What follows belongs to an exercise in optimizing a design on an open flow for small area, a short achievable clock period and few clock cycles per item; a production flow would make more cautious choices. In this exercise RTL edits were held to simulation tests only and were not proved equivalent to the original.

==> lagoon: inputs <==
## loop_engine
module loop_engine (
    input  wire               clk,
    input  wire               rst,
    input  wire               start,
    input  wire               restart,
    output wire               ready,
    output reg                done,
    input  wire signed [19:0] p_d,          
    input  wire signed [19:0] v_d,          
    input  wire signed [23:0] a_d,          
    input  wire signed [19:0] p_m,          
    input  wire signed [19:0] v_m,          
    input  wire        [1:0]  sigma,        
    input  wire signed [15:0] f_est,        
    input  wire signed [15:0] base,         
    input  wire               homed,
    input  wire        [15:0] force_cap,    
    input  wire               open_dir,
    input  wire        [23:0] scale,        
    input  wire        [23:0] vmax_hard,    
    input  wire signed [19:0] pos_min,      
    input  wire signed [19:0] pos_max,      
    input  wire        [15:0] mass,         
    input  wire        [23:0] kf,           
    input  wire        [15:0] ke_close,     
    input  wire        [15:0] ke_open,      
  ...
Settings: LEC_CHECK=0, CAP_MARGIN=20, CORE_MARGIN=2, CORE_UTILIZATION=40, PLACE_DENSITY=0.6, SLEW_MARGIN=20; clock period 25.0 ns.
run.sh (not shown) runs the stock make flow with config.mk's settings and CLKGATE_MAP_FILE= SYNTH_SCRIPT=/design/flow/synth_recipe.tcl, a recipe that flattens the netlist after the stock synthesis.
==> inputs of violet, as changes to lagoon <==
--- a/flow/design.v
+++ b/flow/design.v
@@ -35,17 +35,16 @@
     output wire          busy_nx,          
     output reg           ovf,
     output wire [NW-1:0] q
 );
     reg  [RW-1:0] r;
     reg  [RW-1:0] d_r;
     reg           busy_r, ext_p;
     assign busy = busy_r || (ovf && ext_p);
-    wire [RW+NW-1:0] rnq_x = {r, nq} >> EXT;       
     reg  [NW-1:0] nq;
     reg  [CW-1:0] cnt;
     wire [RW-1:0] d = DREG ? d_r : ld_d;
     assign q = nq;
     reg [RW-1:0] rr [0:K];
     reg [NW-1:0] qq [0:K];
     reg [RW:0]   t;
     integer i;
@@ -79,17 +78,17 @@
             ext_p  <= ld_ext;
             r      <= ld_r0[RW-1:0];
             nq     <= ld_nq;
             d_r    <= ld_d;
             cnt    <= ld_cnt;
         end else if (ovf && ext_p) begin
             ext_p  <= 1'b0;
             r      <= r >> EXT;
-            nq     <= rnq_x[NW-1:0];
+            nq     <= {r[EXT-1:0], nq[NW-1:EXT]};
             cnt    <= cnt + EXT;
             ovf    <= ((r >> EXT) >= d);
             busy_r <= ((r >> EXT) < d);
         end else if (busy_r) begin
             if (sk1) begin
                 r   <= rs1[RW-1:0];
                 nq  <= {nq[NW-S1-1:0], {S1{1'b0}}};
                 cnt <= cnt - S1;
@@ -134,17 +133,16 @@
     output wire          busy_nx,
     output reg           ovf,
     output wire [NW-1:0] q
 );
     reg  [RW-1:0] r;
     reg  [RW-1:0] d;
     reg           busy_r, ext_p;
     assign busy = busy_r || (ovf && ext_p);
-    wire [RW+NW-1:0] rnq_x = {r, nq} >> EXT;       
     reg  [NW-1:0] nq;
     reg  [CW-1:0] cnt;
     assign q = nq;
     wire [RW+1:0] r4 = {r, nq[NW-1:NW-2]};
     wire [RW+2:0] t1 = {1'b0, r4} - {3'b000, d};
     wire [RW+2:0] t2 = {1'b0, r4} - {2'b00, d, 1'b0};
     wire [RW+2:0] c3a = {1'b0, r4};
     wire [RW+2:0] c3b = ~{3'b000, d};
@@ -180,17 +178,17 @@
             ext_p  <= ld_ext;
             r      <= ld_r0[RW-1:0];
             nq     <= ld_nq;
             d      <= ld_d;
             cnt    <= ld_cnt;
         end else if (ovf && ext_p) begin
             ext_p  <= 1'b0;
             r      <= r >> EXT;
-            nq     <= rnq_x[NW-1:0];
+            nq     <= {r[EXT-1:0], nq[NW-1:EXT]};
             cnt    <= cnt + EXT;
             ovf    <= ((r >> EXT) >= d);
             busy_r <= ((r >> EXT) < d);
         end else if (busy_r) begin
             if (sk1) begin
                 r   <= rs1[RW-1:0];
                 nq  <= {nq[NW-S1-1:0], {S1{1'b0}}};
                 cnt <= cnt - S1;
@@ -1680,20 +1678,17 @@
     assign t739 = 1'b1 ^ t636 ^ t637;
     assign t740 = (1'b1 & t636) | (1'b1 & t637) | (t636 & t637);
     assign t741 = sn11 ^ pp12[29] ^ t638;
     assign t742 = (sn11 & pp12[29]) | (sn11 & t638) | (pp12[29] & t638);
     assign t743 = pp12[30] ^ 1'b1;
     assign t744 = pp12[30] & 1'b1;
     wire [54:0] ra = {t742, t740, t738, t736, t734, t732, t730, t728, t726, t724, t722, t720, t718, t716, t714, t712, t710, t708, t706, t704, t702, t700, t698, t696, t694, t692, t690, t688, t686, t684, t682, t680, t678, t676, t674, t672, t670, t668, t666, t664, t662, t660, t658, t656, t654, t652, t650, t648, t646, t644, t642, t640, neg1, pp0[1], pp0[0]};
     wire [54:0] rb = {t743, t741, t739, t737, t735, t733, t731, t729, t727, t725, t723, t721, t719, t717, t715, t713, t711, t709, t707, t705, t703, t701, t699, t697, t695, t693, t691, t689, t687, t685, t683, t681, t679, t677, t675, t673, t671, t669, t667, t665, t663, t661, t659, t657, t655, t653, t651, t649, t647, t645, t643, t641, t639, 1'b0, neg0};
-    wire [27:0] plo = {1'b0, ra[26:0]} + {1'b0, rb[26:0]};
-    wire [27:0] phi0 = ra[54:27] + rb[54:27];
-    wire [27:0] phi1 = ra[54:27] + rb[54:27] + 1'b1;
-    assign p = {plo[27] ? phi1 : phi0, plo[26:0]};
+    assign p = ra + rb;
 endmodule
 module loop_engine (
     input  wire               clk,
     input  wire               rst,
     input  wire               start,
     input  wire               restart,
     output wire               ready,
     output reg                done,
@@ -1746,20 +1741,19 @@
         S_A6   = 6'd47,
         S_A8   = 6'd49;
     localparam SLW = 1, SLD = 3, SLE = 4;      
     reg  [5:0] st;
     reg        stall;                        
     reg        busy_f;                       
     assign ready = !busy_f;
     reg        sdn;                          
-    reg        closing_r, act2_r, act3_r, act4_r, nose_on, sFF, rdn;
+    reg        closing_r, act2_r, act3_r, act4_r, nose_on, sFF;
     reg signed [20:0] ra;                    
     reg signed [20:0] rnvm;                  
-    reg signed [20:0] rb;                    
     reg        [15:0] rhy;                   
     reg signed [17:0] rfb;                   
     reg        [15:0] rfcap;                 
     reg signed [18:0] rfc;                   
     reg        [20:0] rd;                    
     wire sd_neg  = (sigma == 2'b11);
     wire sig_nz  = (sigma != 2'b00);
     wire closing = sig_nz && (sd_neg == !open_dir);
@@ -1810,17 +1804,17 @@
     wire [23:0] ds_y, es1_y;
     wire [15:0] esi_y;
     le_div4 #(.RW(48), .NW(56), .SK(8), .CW(6), .SL(SLW), .EXT(24)) u_ew (
         .clk(clk), .rst(rst), .ld(ew_ld), .ld_r0(ew_r0), .ld_nq(ew_nq), .ld_d(PR[47:0]),
         .ld_cnt(6'd32), .ld_ext(1'b1), .busy(ew_busy), .busy_nx(ew_bnx), .ovf(ew_ovf), .q(ew_q));
     le_divsqrt #(.RW(19), .NW(51), .SK(8), .CW(6), .SL(SLD)) u_ds (
         .clk(clk), .rst(rst), .ld(ds_ld), .ld_sq(ds_sq), .ld_r0(ds_r0), .ld_nq(ds_nq),
         .ld_d(ds_d), .ld_cnt(ds_cnt), .busy(ds_busy), .ovf(ds_ovf), .q(ds_q), .y(ds_y));
-    le_div4 #(.RW(24), .NW(52), .SK(8), .CW(6), .SL(SLE), .EXT(20)) u_en2 (
+    le_div #(.RW(24), .NW(52), .K(2), .SK(8), .CW(6), .DREG(1), .SL(SLE), .EXT(20)) u_en2 (
         .clk(clk), .rst(rst), .ld(en2_ld), .ld_r0(en2_r0), .ld_nq(en2_nq), .ld_d(kf),
         .ld_cnt(en2_cnt), .ld_ext(en2_ext), .busy(en2_busy), .busy_nx(en2_bnx), .ovf(en2_ovf), .q(en2_q));
     le_sqrt #(.K(2), .YW(24), .RW(26), .SKP(6), .CW(5)) u_es1 (
         .clk(clk), .rst(rst), .ld(es1_ld), .ld_x({2'b00, WH[45:0]}), .ld_cnt(5'd24),
         .busy(es1_busy), .y(es1_y));
     le_sqrt #(.K(2), .YW(16), .RW(18), .SKP(6), .CW(5)) u_esi (
         .clk(clk), .rst(rst), .ld(esi_ld), .ld_x(PR[31:0]), .ld_cnt(5'd16),
         .busy(esi_busy), .y(esi_y));
@@ -1851,41 +1845,45 @@
     reg  [1:0] a2p, a3p;                     
     reg  [2:0] al_k;                         
     reg        al_act;
     reg        c_vn, c_vk, c_il, c_p2, c_p3, c_a1, c_a4, col_on;
     reg        a1l, a4l;                     
     reg  s14, s15, s21, sa2, col_r, c24_r, c26_r;
     reg  op1, op2, op3, op4;                 
     always @* begin
-        al_x = ({60{s14}} & {{23{ra[20]}}, ra, 16'd0}) |
-               ({60{s21}} & {{26{I1[33]}}, I1}) |
-               ({60{op3}} & {{26{I3[33]}}, I3}) |
-               ({60{op2}} & {{26{I2[33]}}, I2}) |
-               ({60{op4}} & {{26{I4[33]}}, I4}) |
-               ({60{op1}} & AR);
-        al_y = ({60{s14 | sa2 | op3 | op2}} & {{4{PR[55]}}, PR}) |
-               ({60{s15}} & AR) |
-               ({60{s21}} & {7'd0, W2[68:16]}) |
-               ({60{op4}} & {9'd0, en2_q[51:1]}) |
-               ({60{op1}} & ff_y);
-        al_sub = (s15 & AR[59]) | (sa2 & PR[55]) | (s21 & sX1) | (op4 & rfb[17]) | (op1 & sFF);
-        al_ci  = (s15 & AR[59]) | (sa2 & PR[55]) | (s21 & (sX1 ^ W2[15])) |
-                 (op4 & (rfb[17] ^ en2_q[0])) | (op1 & (sFF ^ ff_c));
-        al_k   = op1 ? 3'd1 : op2 ? 3'd2 : op3 ? 3'd3 : op4 ? 3'd4 : 3'd0;
-        c_a4   = op4;
-        c_vn = 1'b0; c_vk = 1'b0; c_il = 1'b0; c_p2 = 1'b0; c_p3 = 1'b0; c_a1 = 1'b0; col_on = 1'b0;
+        al_x = 60'd0; al_y = 60'd0; al_sub = 1'b0; al_ci = 1'b0; al_k = 3'd0;
+        c_vn = 1'b0; c_vk = 1'b0; c_il = 1'b0; c_p2 = 1'b0; c_p3 = 1'b0; c_a1 = 1'b0; c_a4 = 1'b0; col_on = 1'b0;
+        if (s14) begin al_x = {{23{ra[20]}}, ra, 16'd0}; al_y = {{4{PR[55]}}, PR}; end
+        if (s15) begin al_x = 60'd0; al_y = AR; al_sub = AR[59]; al_ci = AR[59]; end
+        if (sa2) begin al_x = 60'd0; al_y = {{4{PR[55]}}, PR}; al_sub = PR[55]; al_ci = PR[55]; end
+        if (s21) begin al_x = {{26{I1[33]}}, I1}; al_y = {7'd0, W2[68:16]};
+                       al_sub = sX1; al_ci = sX1 ^ W2[15]; end
         if (col_r) begin
                 col_on = 1'b1;
                 c_il = !ild && !esi_busy;
                 c_vn = !vnd && (!nose_on || !es1_busy);
                 c_vk = !vkd && !ds_busy;
                 c_a1 = !a1l && (vkd || c_vk) && c26_r;
                 c_p2 = vkd && !p2i && c24_r;
                 c_p3 = vnd && !p3i && !c_p2 && c24_r;
+                if (op3) begin
+                    al_x = {{26{I3[33]}}, I3}; al_y = {{4{PR[55]}}, PR}; al_k = 3'd3;
+                end
+                if (op2) begin
+                    al_x = {{26{I2[33]}}, I2}; al_y = {{4{PR[55]}}, PR}; al_k = 3'd2;
+                end
+                if (op4) begin
+                    al_x = {{26{I4[33]}}, I4}; al_y = {9'd0, en2_q[51:1]};
+                    al_sub = rfb[17]; al_ci = rfb[17] ^ en2_q[0]; al_k = 3'd4;
+                    c_a4 = 1'b1;
+                end
+                if (op1) begin
+                    al_x = AR; al_y = ff_y; al_sub = sFF; al_ci = sFF ^ ff_c; al_k = 3'd1;
+                end
         end
         case (al_k)
             3'd1:    al_act = 1'b1;
             3'd2:    al_act = act2_r;
             3'd3:    al_act = act3_r;
             3'd4:    al_act = act4_r;
             default: al_act = 1'b0;
         endcase
@@ -1898,18 +1896,16 @@
     wire [59:0] cs_k  = {(cs_a[58:0] & cs_b[58:0]) | (cs_a[58:0] & cs_c[58:0]) | (cs_b[58:0] & cs_c[58:0]), al_ci};
     wire [59:0] dm;                                       
     le_csadd #(.W(60)) u_dmadd (.a(cs_s), .b(cs_k), .ci(1'b1), .s(dm));
     wire al_lt = dm[59];
     wire [59:0] eq_e  = al_x ^ al_yy ^ m_ext;
     wire [59:0] eq_g  = (al_x & al_yy) | ((al_x ^ al_yy) & ~m_ext);
     wire al_eq = (eq_e == {eq_g[58:0], al_ci});
     wire take  = al_act && (!mv || al_lt || (al_eq && al_k > sm));
-    wire cl_fast = (st == 6'd26 || st == S_COL) && col_end && !take && (al_k != r0) && !c_il;
-    wire do_cl   = (st == S_CL) || cl_fast;
     wire col_end = (u1d || al_k == 3'd1) && (u2d || al_k == 3'd2) && (u3d || al_k == 3'd3) &&
                    (u4d || al_k == 3'd4) && (ild || c_il);
     wire signed [35:0] us_s   = usel(sm, us1, us2, us3, us4);
     wire signed [35:0] ilim_q = {4'd0, ilim, 16'd0};
     wire [20:0] cl_d2   = {us_s[35], us_s[35:16]} + {5'd0, ilim};
     wire [20:0] cl_d1x  = {us_s[35], us_s[35:16]} - {5'd0, ilim};
     wire        lim_hi  = !cl_d1x[20] && ((cl_d1x != 21'd0) || (us_s[15:0] != 16'd0));
     wire        lim_lo  = cl_d2[20];
@@ -2033,17 +2029,17 @@
                 case (ic_k)
                     3'd1:    I1 <= ic_new;
                     3'd2:    I2 <= ic_new;
                     3'd3:    I3 <= ic_new;
                     default: I4 <= ic_new;
                 endcase
             end
             th <= {th[5] && !adv_rdy || th[4] && t_adv, th[3:1], tgo};
-            tgo <= do_cl && !stall;
+            tgo <= (st == S_CL);
             if (tgo) top_r <= {out_r[33], out_r} + $signed({3'd0, t_mq, 16'd0});
         end
     end
     always @* begin
         ew_ld = 1'b0; ds_ld = 1'b0; ds_sq = 1'b0; en2_ld = 1'b0;
         es1_ld = 1'b0; esi_ld = 1'b0;
         ew_r0 = {3'd0, W2[76:31]};
         ew_nq = {W2[30:0], 1'b0, 24'd0};
@@ -2169,31 +2165,29 @@
                     sdn       <= sd_neg;
                     closing_r <= closing;
                     act2_r    <= closing || (opening && ke_open != 16'd0);
                     act3_r    <= closing;
                     act4_r    <= closing || (opening && force_open != 16'd0);
                     sFF       <= sd_neg ^ a_d[23];
                     ra        <= v_d - v_m;
                     rnvm      <= sd_neg ? {v_m[19], v_m} : -{v_m[19], v_m};
-                    rb        <= p_d - p_m;
                     rhy       <= sel_hyst;
                     rfcap     <= fcap0;
                     rd        <= d_raw[20] ? 21'd0 : d_raw;
                     MA <= {44'd0, ke_sel0}; MB <= scale;                
                 end
             end
             6'd1: begin
-                rdn     <= dln[24] || !homed;                        
+                nose_on <= homed && !dln[24] && (dln != 25'd0);
                 rd      <= dln[20:0];                                
                 rfb     <= $signed({2'b00, rfcap}) + base;
                 MA <= {44'd0, mass}; MB <= 24'd10000;                
             end
             6'd2: begin
-                nose_on <= !rdn && (rd != 21'd0);
                 r0  <= (pr == 3'd5) ? ps : pr;
                 r0h <= {((pr == 3'd5) ? ps : pr) == 3'd4, ((pr == 3'd5) ? ps : pr) == 3'd3,
                         ((pr == 3'd5) ? ps : pr) == 3'd2, ((pr == 3'd5) ? ps : pr) == 3'd1};
                 r0_ok <= act_of((pr == 3'd5) ? ps : pr, act2_r, act3_r, act4_r) && (((pr == 3'd5) ? ps : pr) != 3'd0);
                 MA <= {20'd0, PR[39:0]}; MB <= scale;                
                 rfc <= {rfb[17], rfb} + (sdn ? {{3{f_est[15]}}, f_est} : ~{{3{f_est[15]}}, f_est}) + {18'd0, !sdn};
             end
             6'd3: begin T <= {29'd0, PR[29:0]}; end                   
@@ -2203,37 +2197,37 @@
                 MA <= {30'd0, T[29:0]}; MB <= acc_ff;                
             end
             6'd5: begin
                 WH <= wh_sum; WL <= WH[29:0];   
                 MA <= {42'd0, fb_abs}; MB <= 24'd100000;             
                 T  <= {35'd0, {6'd0, mass, 2'b00} + {8'd0, mass}};   
             end
             6'd6: begin MA <= {6'd0, PR[53:0]}; MB <= AR[23:0]; end    
-            6'd7: begin T <= {42'd0, im_t}; end                         
+            6'd7: begin T <= {43'd0, im_m}; end
             6'd8: begin
                 WH <= PR[54:0];
                 MA <= {36'd0, scale}; MB <= kf;                      
             end
             6'd9: begin
                 WH <= wh_sum; WL <= WH[29:0];   
                 MA <= {40'd0, nose_vmax}; MB <= {4'd0, nose_vmax};   
             end
             6'd10: begin MA <= {38'd0, rd[20:0], 1'b0}; MB <= nose_decel; end     
-            6'd11: begin WH <= PR[54:0]; AR <= {{39{rb[20]}}, rb}; end
+            6'd11: begin WH <= PR[54:0]; AR <= {{39{b_d[20]}}, b_d}; end
             6'd12: begin
                 WH <= wh_sum;                                        
                 MA <= {{39{AR[20]}}, AR[20:0]}; msig <= 1'b1; MB <= pos_kp;   
             end
             6'd13: begin
                 MA <= {42'd0, fc_abs}; MB <= force_ki;               
             end
             6'd14: begin
                 AR <= al_res;                                        
-                MA <= {43'd0, im_p}; MB <= T[16] ? 24'd0 : {8'd0, T[15:0]};    
+                MA <= {43'd0, im_p}; MB <= {8'd0, T[15:0]};          
             end
             6'd15: begin
                 AR <= al_res;                                        
                 se <= AR[59];
                 MA <= {18'd0, PR[41:0]}; MB <= 24'd100000;           
             end
             6'd16: begin sX1 <= sdn ^ se; end
             6'd17: begin
@@ -2257,19 +2251,17 @@
             6'd24: begin WH <= wh_sum; WL <= WH[29:0]; end
             6'd25: begin WH <= wh_sum; WL <= WH[29:0]; end
             6'd26: begin
                 if (col_end) st <= S_CL; else st <= S_COL;
             end
             S_COL: begin
                 if (col_end) st <= S_CL;
             end
-            default: ;
-            endcase
-            if (do_cl) begin
+            S_CL: begin
                 out_r <= out_new;
                 lim_r <= lim_new;
                 iq    <= iq_new;
                 ps    <= sm;
                 pr    <= r_new;
                 run   <= run_new;
                 done  <= !(!lim_new && (sm == 3'd2 || sm == 3'd3));    
                 t_s    <= sm;
@@ -2285,17 +2277,16 @@
                 t_a23  <= !lim_new && (sm == 3'd2 || sm == 3'd3);
                 a23l   <= 1'b0;
                 if (!lim_new && (sm == 3'd2 || sm == 3'd3)) st <= S_A0;
                 else begin
                     busy_f <= 1'b0;
                     st     <= S_IDLE;
                 end
             end
-            case (st)
             S_A0: begin MA <= {{34{w[25]}}, w}; msig <= 1'b1; MB <= vel_kp; end    
             S_A0 + 6'd2: begin AR <= al_res; end                             
             S_A0 + 6'd3: begin MA <= AR[59:0]; MB <= vel_ki; end                
             S_A0 + 6'd5: begin WH <= PR[54:0]; end
             S_A0 + 6'd6: begin WH <= wh_sum; WL <= WH[29:0]; end
             S_A6: a23l <= 1'b1;
             S_A8: begin done <= 1'b1; busy_f <= 1'b0; st <= S_IDLE; end
             default: ;
==> results.txt <==
	violet	lagoon
Worst hold slack	0.451 ns	0.455 ns
Total core area	434000 sq um	441000 sq um
Time the final worst path needs with I/O delays and setup	9.55 ns	9.44 ns
Outcome	timing/DRC/antenna clean	timing/DRC/antenna clean
Gate count of the mapped netlist	20633	20785
Number of buffers created by CTS	224	226
P&R area growth vs syn	12.9%	12.8%
Worst Reg2Reg Path Length in Cells	26	27
Net count after synthesis	23178	23381
Grt met3 use	14.8%	12.7%
Fraction of layout cells with a size suffix above 1	6.36%	6.50%
Filler instances	42906	43662
Number of cells on the worst hold path	2	0
Testbench counts of lagoon, summed over its fixed seeds: cycles 64,183, frames 1,920.
Testbench counts of violet, summed over its fixed seeds: cycles 64,871, frames 1,920.

[afterwards: timing with drivers on the ports]
The results above use ideal ports. As a check the final layouts listed here were re-extracted and re-timed, cells and wires unchanged. Step 1, drivers: a clkbuf_16 drives clk and a buf_2 each remaining input, both assumed. Step 2 also shifts input and output timing later by t, the mid clock arrival at the registers, as if the neighbouring blocks saw the same clock. Three values: no drivers, after step 1, after step 2; two values: the first two.
run	t (ns)	slack for setup (ns)	worst setup path at the end	slew at the worst register clock pin (ns)	pins driven straight from the clock port
lagoon	1.106	15.561 / 15.561 / 14.985	input to register	0.07 / 0.07	1
violet	1.118	15.447 / 15.447 / 15.060	input to register	0.08 / 0.08	1
After both steps setup and hold are still met in every run listed. The setup slack of lagoon, which loses most, moves by 0.000 ns with the drivers and by -0.576 ns with both steps.
